Context: an optimization exercise on an open-source flow, tuned for small area, a short achievable clock period and few clock cycles per item. The choices shown serve that exercise and are no tape-out recipe.
RTL that was checked went through simulation tests only; none was proved equivalent to the original.
Power and IR drop assume default switching activity. The clock port is modelled as an ideal driver; clocking choices that lean on that would not hold on a real chip.

== rev 12 ==
==> flow/design.v <==
module psn_line_decoder (
    input  wire        clk,
    input  wire        rst_n,
    input  wire        in_valid,
    output wire        in_ready,
    input  wire [39:0] in_beat,
    input  wire        in_marked,
    input  wire [3:0]  in_mark_pos,
    output wire        out_valid,
    input  wire        out_ready,
    output wire [31:0] out_data,
    output wire        out_last,
    output wire [2:0]  out_status,
    output wire [3:0]  out_pos
);
    localparam integer RN = 18;           
    localparam integer EX = RN - 2;       
    localparam [2:0] ST_CLEAN     = 3'd0;
    localparam [2:0] ST_CORRECTED = 3'd1;
    localparam [2:0] ST_ERASURE   = 3'd2;
    localparam [2:0] ST_UNCORR    = 3'd3;
    localparam [2:0] ST_POISON    = 3'd4;
    function [3:0] gf_mul;
        input [3:0] a;
        input [3:0] b;
        reg   [6:0] p;
        integer i;
        begin
            p = 7'd0;
            for (i = 0; i < 4; i = i + 1)
                if (b[i]) p = p ^ ({3'd0, a} << i);
            if (p[6]) p = p ^ 7'b1001100;
            if (p[5]) p = p ^ 7'b0100110;
            if (p[4]) p = p ^ 7'b0010011;
            gf_mul = p[3:0];
        end
    endfunction
    function [3:0] locator;
        input [3:0] p;
        begin
            case (p)
                4'd0: locator = 4'hA;  4'd1: locator = 4'h5;  4'd2: locator = 4'hB;
                4'd3: locator = 4'hC;  4'd4: locator = 4'h6;  4'd5: locator = 4'h3;
                4'd6: locator = 4'h8;  4'd7: locator = 4'h4;  4'd8: locator = 4'h2;
                4'd9: locator = 4'h1;
                default: locator = 4'h0;
            endcase
        end
    endfunction
    function [4:0] inc_slot;
        input [4:0] s;
        begin
            inc_slot = (s == RN - 1) ? 5'd0 : s + 5'd1;
        end
    endfunction
    reg [31:0] r0_d;            
    reg [3:0]  r0_s;            
    reg [31:0] rd [1:RN-1];
    reg [3:0]  rs [1:RN-1];
    reg        in_ready_q;
    wire       wr = in_valid & in_ready_q;
    reg [3:0] s0_in, s1_in;
    integer k;
    always @(*) begin
        s0_in = 4'd0;
        s1_in = 4'd0;
        for (k = 0; k < 10; k = k + 1) begin
            s0_in = s0_in ^ in_beat[4*k +: 4];
            s1_in = s1_in ^ gf_mul(in_beat[4*k +: 4], locator(k[3:0]));
        end
    end
    integer i;
    always @(posedge clk) begin
        if (in_ready_q) begin
            r0_d <= in_beat[31:0];
            r0_s <= s0_in;
        end else begin
            r0_d <= rd[RN-1];
            r0_s <= rs[RN-1];
        end
        rd[1] <= r0_d;
        rs[1] <= r0_s;
        for (i = 2; i < RN; i = i + 1) begin
            rd[i] <= rd[i-1];
            rs[i] <= rs[i-1];
        end
    end
    reg        q_v;
    reg [3:0]  q_s0, q_s1;
    reg        q_mk;
    reg [3:0]  q_mp;
    always @(posedge clk) begin
        q_s0 <= s0_in;
        q_s1 <= s1_in;
        q_mk <= in_marked;
        q_mp <= in_mark_pos;
    end
    reg [3:0]  fcnt;            
    reg [9:0]  f_good;          
    reg        f_clean;
    reg        f_poison;
    reg [9:0]  b_good;
    reg [3:0]  r_m;
    reg [3:0]  lm;
    integer p;
    always @(*) begin
        for (p = 0; p < 10; p = p + 1)
            b_good[p] = ((q_s1 ^ gf_mul(locator(p[3:0]), q_s0)) == 4'd0);
        lm  = locator(q_mp);
        r_m = q_s1 ^ gf_mul(lm, q_s0);
    end
    wire b_clean  = (q_s0 == 4'd0) && (q_s1 == 4'd0);
    wire b_poison = q_mk ? (r_m == 4'h2) : (q_s0 == 4'h0 && q_s1 == 4'h2);
    wire       first = (fcnt == 4'd0);
    wire [9:0] n_good   = (first ? 10'h3FF : f_good) & b_good;
    wire       n_clean  = (first | f_clean)  & b_clean;
    wire       n_poison = (first | f_poison) & b_poison;
    wire       n_eras   = (first | f_good[q_mp]) & (r_m == 4'd0);
    reg [2:0] dec_st;
    reg [3:0] dec_pos;
    reg [7:0] dec_fix;          
    reg [7:0] mk_nib;
    integer j;
    always @(*) begin
        mk_nib = 8'd0;
        for (j = 0; j < 8; j = j + 1)
            mk_nib[j] = (q_mp == j);
        dec_st  = ST_UNCORR;
        dec_pos = 4'hF;
        dec_fix = 8'd0;
        if (n_poison) begin
            dec_st  = ST_POISON;
            dec_fix = q_mk ? mk_nib : 8'd0;
        end else if (!q_mk) begin
            if (n_clean) begin
                dec_st = ST_CLEAN;
            end else if (|n_good) begin
                dec_st  = ST_CORRECTED;
                dec_fix = n_good[7:0];
                dec_pos = {n_good[8] | n_good[9],
                           n_good[4] | n_good[5] | n_good[6] | n_good[7],
                           n_good[2] | n_good[3] | n_good[6] | n_good[7],
                           n_good[1] | n_good[3] | n_good[5] | n_good[7] | n_good[9]};
            end
        end else if (n_eras) begin
            dec_st  = ST_ERASURE;
            dec_pos = q_mp;
            dec_fix = mk_nib;
        end
    end
    reg        pend_v;
    reg [2:0]  pend_st;
    reg [3:0]  pend_pos;
    reg [7:0]  pend_fix;
    reg [4:0]  ph_w;            
    reg [4:0]  ph_e;            
    reg [4:0]  wr_slot;         
    reg [4:0]  rd_slot;         
    reg [4:0]  count;           
    reg [3:0]  rd_idx;          
    reg        a_v;
    reg [31:0] a_d;
    reg        a_last;
    reg [2:0]  a_st;
    reg [3:0]  a_pos;
    reg [7:0]  a_fix;
    wire       ext_ok = (ph_e == rd_slot) && (count != 5'd0) && (pend_v || rd_idx != 4'd0);
    wire       a_load = !a_v || out_ready;
    wire       ext    = ext_ok && a_load;
    wire [2:0] x_st  = (rd_idx == 4'd0) ? pend_st  : a_st;
    wire [3:0] x_pos = (rd_idx == 4'd0) ? pend_pos : a_pos;
    wire [7:0] x_fix = (rd_idx == 4'd0) ? pend_fix : a_fix;
    reg [31:0] x_mask;
    integer n;
    always @(*) begin
        for (n = 0; n < 8; n = n + 1)
            x_mask[4*n +: 4] = x_fix[n] ? rs[EX] : 4'd0;
    end
    wire       inc = wr & ~ext;
    wire       dec = ext & ~wr;
    wire [4:0] count_p1 = count + 5'd1;
    wire [4:0] count_m1 = count - 5'd1;
    wire       c_eq0  = (count == 5'd0);
    wire       c_eq1  = (count == 5'd1);
    wire       c_eqf1 = (count == RN - 1);
    wire       c_eqf  = (count == RN);
    wire       full_n = (c_eqf1 & inc) | (c_eqf & ~dec);
    wire       zero_n = (c_eq0 & ~inc) | (c_eq1 & dec);
    wire       slot_n = wr | (wr_slot == inc_slot(ph_w));
    wire       in_ready_n = ~full_n & (slot_n | zero_n);
    always @(posedge clk) begin
        if (!rst_n) begin
            q_v        <= 1'b0;
            fcnt       <= 4'd0;
            pend_v     <= 1'b0;
            ph_w       <= 5'd0;
            ph_e       <= 5'd1;    
            wr_slot    <= 5'd0;
            rd_slot    <= 5'd0;
            count      <= 5'd0;
            rd_idx     <= 4'd0;
            a_v        <= 1'b0;
            in_ready_q <= 1'b1;
        end else begin
            q_v    <= wr;
            ph_w   <= inc_slot(ph_w);
            ph_e   <= inc_slot(ph_e);
            if (inc)
                count <= count_p1;
            else if (dec)
                count <= count_m1;
            if (wr)
                wr_slot <= inc_slot(ph_w);
            if (wr && count == 5'd0 && !ext)
                rd_slot <= ph_w;
            else if (ext)
                rd_slot <= inc_slot(rd_slot);
            in_ready_q <= in_ready_n;
            if (q_v) begin
                fcnt     <= fcnt + 4'd1;
                f_good   <= n_good;
                f_clean  <= n_clean;
                f_poison <= n_poison;
                if (fcnt == 4'd15) begin
                    pend_v   <= 1'b1;
                    pend_st  <= dec_st;
                    pend_pos <= dec_pos;
                    pend_fix <= dec_fix;
                end
            end
            if (ext && rd_idx == 4'd0 && !(q_v && fcnt == 4'd15))
                pend_v <= 1'b0;
            if (a_load)
                a_v <= ext_ok;
            if (ext) begin
                rd_idx <= rd_idx + 4'd1;
                a_last <= (rd_idx == 4'd15);
                a_st   <= x_st;
                a_pos  <= x_pos;
                a_fix  <= x_fix;
            end
        end
        if (a_load)
            a_d <= rd[EX] ^ x_mask;
    end
    assign in_ready   = in_ready_q;
    assign out_valid  = a_v;
    assign out_data   = a_d;
    assign out_last   = a_last;
    assign out_status = a_st;
    assign out_pos    = a_pos;
endmodule
clock: 7.0 ns
lec_check: 0
abc_clock_period_in_ps: 2400
cap_margin: 20
core_margin: 2
core_utilization: 40
setup_slack_margin: 4.6
slew_margin: 20
run.sh (not shown) runs the stock make flow with config.mk's settings and CLKGATE_MAP_FILE= SYNTH_SCRIPT=/design/flow/synth_recipe.tcl, a recipe that flattens the netlist after the stock synthesis.
Looking at the reports, rev 12 completed the entire flow and the layout it produced met the timing, design-rule and antenna checks.
Testbench counts of rev 12, summed over its fixed seeds: cycles 23,148, lines 1,440.
--- input diff rev 12..rev 13 ---
Settings: an added CTS_CLUSTER_DIAMETER of 80; an added CTS_CLUSTER_SIZE of 30.
Findings:
Rev 13: done, clean on timing, DRC and antenna. The global routing met1 resource utilization reported for rev 13 is greater than that of rev 12 by 0.24 points. Area growth from synthesis to layout down 6.5 points in rev 13 wrt rev 12. I/O pin count: rev 12 vs rev 13 identical. Route | rev 13 vs rev 12 | wire shorter in rev 13.


Another version of the RTL of psn_line_decoder (not shown whole).
For scale: about 1300 cells after synthesis, ~750 flip-flops, roughly 91 I/O pins, ~20000 um^2 of cells after synthesis.
==> flow/config.mk <==
export PLATFORM = sky130hd
export DESIGN_NAME = psn_line_decoder
export DESIGN_NICKNAME = psn_line_decoder
export VERILOG_FILES = /design/flow/design.v
export SDC_FILE = /design/flow/constraint.sdc
export NUM_CORES = 4
export LEC_CHECK = 0
export CAP_MARGIN = 10
export CORE_MARGIN = 2
export CORE_UTILIZATION = 40
export CTS_CLUSTER_DIAMETER = 80
export CTS_CLUSTER_SIZE = 30
export SETUP_SLACK_MARGIN = 4.3
export SLEW_MARGIN = 10
export TNS_END_PERCENT = 30
==> flow/constraint.sdc <==
create_clock -name core_clock -period 7.0 [get_ports {clk}]
set_input_delay 1.4000 -clock core_clock [delete_from_list [all_inputs] [get_ports {clk}]]
set_output_delay 1.4000 -clock core_clock [all_outputs]
set_load 0.01 [all_outputs]
standard.sh (not shown) runs the stock make flow with config.mk's settings and CLKGATE_MAP_FILE= SYNTH_SCRIPT=/design/flow/synth_recipe.tcl, a recipe that flattens the netlist after the stock synthesis.
==> flow/flow/run.sh <==
#!/bin/bash
# The standard layout (standard.sh, unchanged synthesis, floorplan, power grid and
# routing) with two settings passed to the ORFS scripts:
#  - the ports are buffered with sky130_fd_sc_hd__buf_2 instead of the default cell
#    (clkdlybuf4s50_1, a delay cell), still one buffer per input and output port;
#  - clock tree synthesis without dummy loads, with the sink clustering of config.mk.
# standard.sh's full output goes to standard.log in the work folder; ORFS's own logs
# stay under orfs/logs.
set -euo pipefail
export BUFFER_PORTS_ARGS="-buffer_cell sky130_fd_sc_hd__buf_2"
export CTS_ARGS="-sink_clustering_enable -repair_clock_nets -sink_clustering_size 30 -sink_clustering_max_diameter 80 -dont_use_dummy_load"
bash standard.sh > standard.log 2>&1
The baseline finished with timing, DRC and antenna clean.
==> next run, changes <==
--- a/flow/config.mk
+++ b/flow/config.mk
@@ -11,5 +11,4 @@
 export CTS_CLUSTER_DIAMETER = 80
 export CTS_CLUSTER_SIZE = 30
-export SETUP_SLACK_MARGIN = 4.3
+export SETUP_SLACK_MARGIN = 4.4
 export SLEW_MARGIN = 10
-export TNS_END_PERCENT = 30
What happened: Wire length rose by a few percent; total power rises by a few percent; register-to-register slack gets better by 0.04 ns; setup slack gains 0.038 ns; global-route usage rose by 0.70 points; design area grows slightly; fmax rose slightly; clock skew grows by 0.033 ns; final cell count grows slightly; worst hold slack is worse by 0.0077 ns.
==> next run, changes <==
--- a/flow/config.mk
+++ b/flow/config.mk
@@ -11,4 +11,5 @@
 export CTS_CLUSTER_DIAMETER = 80
 export CTS_CLUSTER_SIZE = 30
-export SETUP_SLACK_MARGIN = 4.4
+export PLACE_DENSITY = 0.75
+export SETUP_SLACK_MARGIN = 4.3
 export SLEW_MARGIN = 10
Effect: Synthesized area does not change. Global-route usage falls by 0.27 points. Routed wire length is about the same. Combinational power came out lower by about 7%. Final cell count drops by 0.81%. Count of clock-buffer cells in the layout falls by 4. Setup slack is worse by 0.054 ns.
==> next run, changes <==
--- a/flow/config.mk
+++ b/flow/config.mk
@@ -8,8 +8,7 @@
 export CAP_MARGIN = 10
 export CORE_MARGIN = 2
-export CORE_UTILIZATION = 40
+export CORE_UTILIZATION = 55
 export CTS_CLUSTER_DIAMETER = 80
 export CTS_CLUSTER_SIZE = 30
-export PLACE_DENSITY = 0.75
 export SETUP_SLACK_MARGIN = 4.3
 export SLEW_MARGIN = 10
The changed run completed with no timing, DRC or antenna violations.
Hold slack improved by 0.027 ns.
Wire length falls by a few percent.
Cell count falls by roughly a tenth.
Total power barely changes.
Core utilization rises by 17 points.
Global-route usage rises by 3.8 points.
==> next run, changes <==
--- a/flow/config.mk
+++ b/flow/config.mk
@@ -8,5 +8,5 @@
 export CAP_MARGIN = 10
 export CORE_MARGIN = 2
-export CORE_UTILIZATION = 55
+export CORE_UTILIZATION = 40
 export CTS_CLUSTER_DIAMETER = 80
 export CTS_CLUSTER_SIZE = 30
Outcome: Synthesized cell count is unchanged. Design area came out higher by 1.7%. Setup slack barely changes. Non-clock buffer count is higher by 4. Critical path depth goes up by 7. Combinational power hardly moves. Wire length came out higher by 5.4%. Register-to-register slack barely changes.
No run of this note included a check of the RTL's function; only the layout flow was run.


Setup of build 23:
Another version of the RTL of psn_line_decoder (not shown whole).
Size in the first run: roughly 1,300 cells after synthesis, ~750 flip-flops, ~20,000 um^2 of cells after synthesis.
==> flow/config.mk <==
export PLATFORM = sky130hd
export DESIGN_NAME = psn_line_decoder
export DESIGN_NICKNAME = psn_line_decoder
export VERILOG_FILES = /design/flow/design.v
export SDC_FILE = /design/flow/constraint.sdc
export NUM_CORES = 4
export LEC_CHECK = 0
export CAP_MARGIN = 10
export CORE_MARGIN = 2
export CORE_UTILIZATION = 40
export CTS_CLUSTER_DIAMETER = 80
export CTS_CLUSTER_SIZE = 30
export SETUP_SLACK_MARGIN = 4.3
export SLEW_MARGIN = 10
==> flow/constraint.sdc <==
create_clock -name core_clock -period 7.0 [get_ports {clk}]
set_input_delay 1.4000 -clock core_clock [delete_from_list [all_inputs] [get_ports {clk}]]
set_output_delay 1.4000 -clock core_clock [all_outputs]
set_load 0.01 [all_outputs]
==> flow/flow/run.sh <==
#!/bin/bash
# The standard layout (standard.sh, unchanged synthesis, floorplan, power grid and
# routing) with two settings passed to the ORFS scripts:
#  - the ports are buffered with sky130_fd_sc_hd__buf_2 instead of the default cell
#    (clkdlybuf4s50_1, a delay cell), still one buffer per input and output port;
#  - clock tree synthesis with the sink clustering of config.mk.
# standard.sh's full output goes to standard.log in the work folder; ORFS's own logs
# stay under orfs/logs.
set -euo pipefail
export BUFFER_PORTS_ARGS="-buffer_cell sky130_fd_sc_hd__buf_2"
export CTS_ARGS="-sink_clustering_enable -repair_clock_nets -sink_clustering_size 30 -sink_clustering_max_diameter 80"
bash standard.sh > standard.log 2>&1
Build 23 did not stop at any stage, and its layout met the timing, design-rule and antenna checks.
Testbench counts of build 23, summed over its fixed seeds: cycles 23,148, lines 1,440.
Changes in build 51 relative to build 23:
- CORE_UTILIZATION now 55, was 40
--- a/flow/flow/run.sh
+++ b/flow/flow/run.sh
@@ -5,3 +5,3 @@
 #    (clkdlybuf4s50_1, a delay cell), still one buffer per input and output port;
-#  - clock tree synthesis with the sink clustering of config.mk.
+#  - clock tree synthesis without dummy loads, with the sink clustering of config.mk.
 # standard.sh's full output goes to standard.log in the work folder; ORFS's own logs
@@ -10,3 +10,3 @@
 export BUFFER_PORTS_ARGS="-buffer_cell sky130_fd_sc_hd__buf_2"
-export CTS_ARGS="-sink_clustering_enable -repair_clock_nets -sink_clustering_size 30 -sink_clustering_max_diameter 80"
+export CTS_ARGS="-sink_clustering_enable -repair_clock_nets -sink_clustering_size 30 -sink_clustering_max_diameter 80 -dont_use_dummy_load"
 bash standard.sh > standard.log 2>&1
[summary]
- Both conditions hold for build 51: the flow ran to the end and the final layout passed the timing, design-rule and antenna checks.
- Comparing total power for build 23 and build 51, the bigger number came from build 23.
- The faster design of the two is build 23; build 51 tops out lower.
- On estimated wirelength of the detail-placed design, build 51 does better than build 23.
--- input diff build 51..build 92 ---
- CORE_UTILIZATION now 40, was 55
--- a/flow/flow/run.sh
+++ b/flow/flow/run.sh
@@ -10,3 +10,3 @@
 export BUFFER_PORTS_ARGS="-buffer_cell sky130_fd_sc_hd__buf_2"
-export CTS_ARGS="-sink_clustering_enable -repair_clock_nets -sink_clustering_size 30 -sink_clustering_max_diameter 80 -dont_use_dummy_load"
+export CTS_ARGS="-sink_clustering_enable -repair_clock_nets -sink_clustering_size 25 -sink_clustering_max_diameter 60 -dont_use_dummy_load"
 bash standard.sh > standard.log 2>&1
Notes after the runs:
For the part of the total power dissipated in the clock network, build 92 came in 3.1 points higher than build 51 did. Compared with build 51, in build 92 placed cell area shows an increase of about 1.2%; design area moved up; final worst slack grew by 0.029 ns; area of the die rose by about 37%; worst slack at placement has increased. Measured against build 92, the clock-buffer cell count of build 51 comes out at 0.70 times the reference value. The kind of critical path comes out register to output port in one run and input pin to register in the other, namely in build 51 and build 92 respectively.

==> afterwards: timing with drivers on the ports <==
Ports are ideal in the flow. The routed layouts listed here were re-timed in OpenROAD.
Step 1 sets driving cells, clkbuf_16 on the clock port and buf_2 on the other inputs (assumed; they add their load-dependent delay and slew).
Step 2 moves the port delays by t, midway between the first and last clock arrival at a register: inputs arrive t later, outputs are due t later. That takes back most of the time a late clock gives input paths.
a / b / c = ideal / step 1 / step 2; a / b = the first two.
run	shift t [ns]	setup WS [ns]	latest minus earliest clock arrival (ns)	slew at the worst register clock pin (ns)	cell pins on the clock port's net
rev 12	0.639	4.387 / 4.334 / 3.956	0.036 / 0.037	0.07 / 0.07	1
rev 13	0.621	4.359 / 4.305 / 3.970	0.030 / 0.030	0.11 / 0.11	1
the first run of note 2	0.632	4.328 / 4.279 / 3.892	0.066 / 0.066	0.11 / 0.11	1
the second run of note 2	0.592	4.365 / 4.325 / 3.859	0.098 / 0.098	0.11 / 0.11	1
the third run of note 2	0.625	4.311 / 4.271 / 3.871	0.138 / 0.138	0.11 / 0.11	1
the fourth run of note 2	0.638	4.365 / 4.310 / 3.854	0.066 / 0.066	0.11 / 0.11	1
the fifth run of note 2	0.583	4.368 / 4.329 / 3.894	0.113 / 0.113	0.11 / 0.11	1
build 23	0.603	4.339 / 4.319 / 3.850	0.041 / 0.041	0.11 / 0.11	1
build 51	0.625	4.277 / 4.226 / 3.842	0.078 / 0.079	0.11 / 0.11	1
build 92	0.597	4.306 / 4.288 / 3.740	0.083 / 0.084	0.09 / 0.09	1
After both steps every run listed still meets setup and hold. For build 92, which loses most, drivers alone change the setup slack by -0.018 ns; drivers and shift together by -0.566 ns.
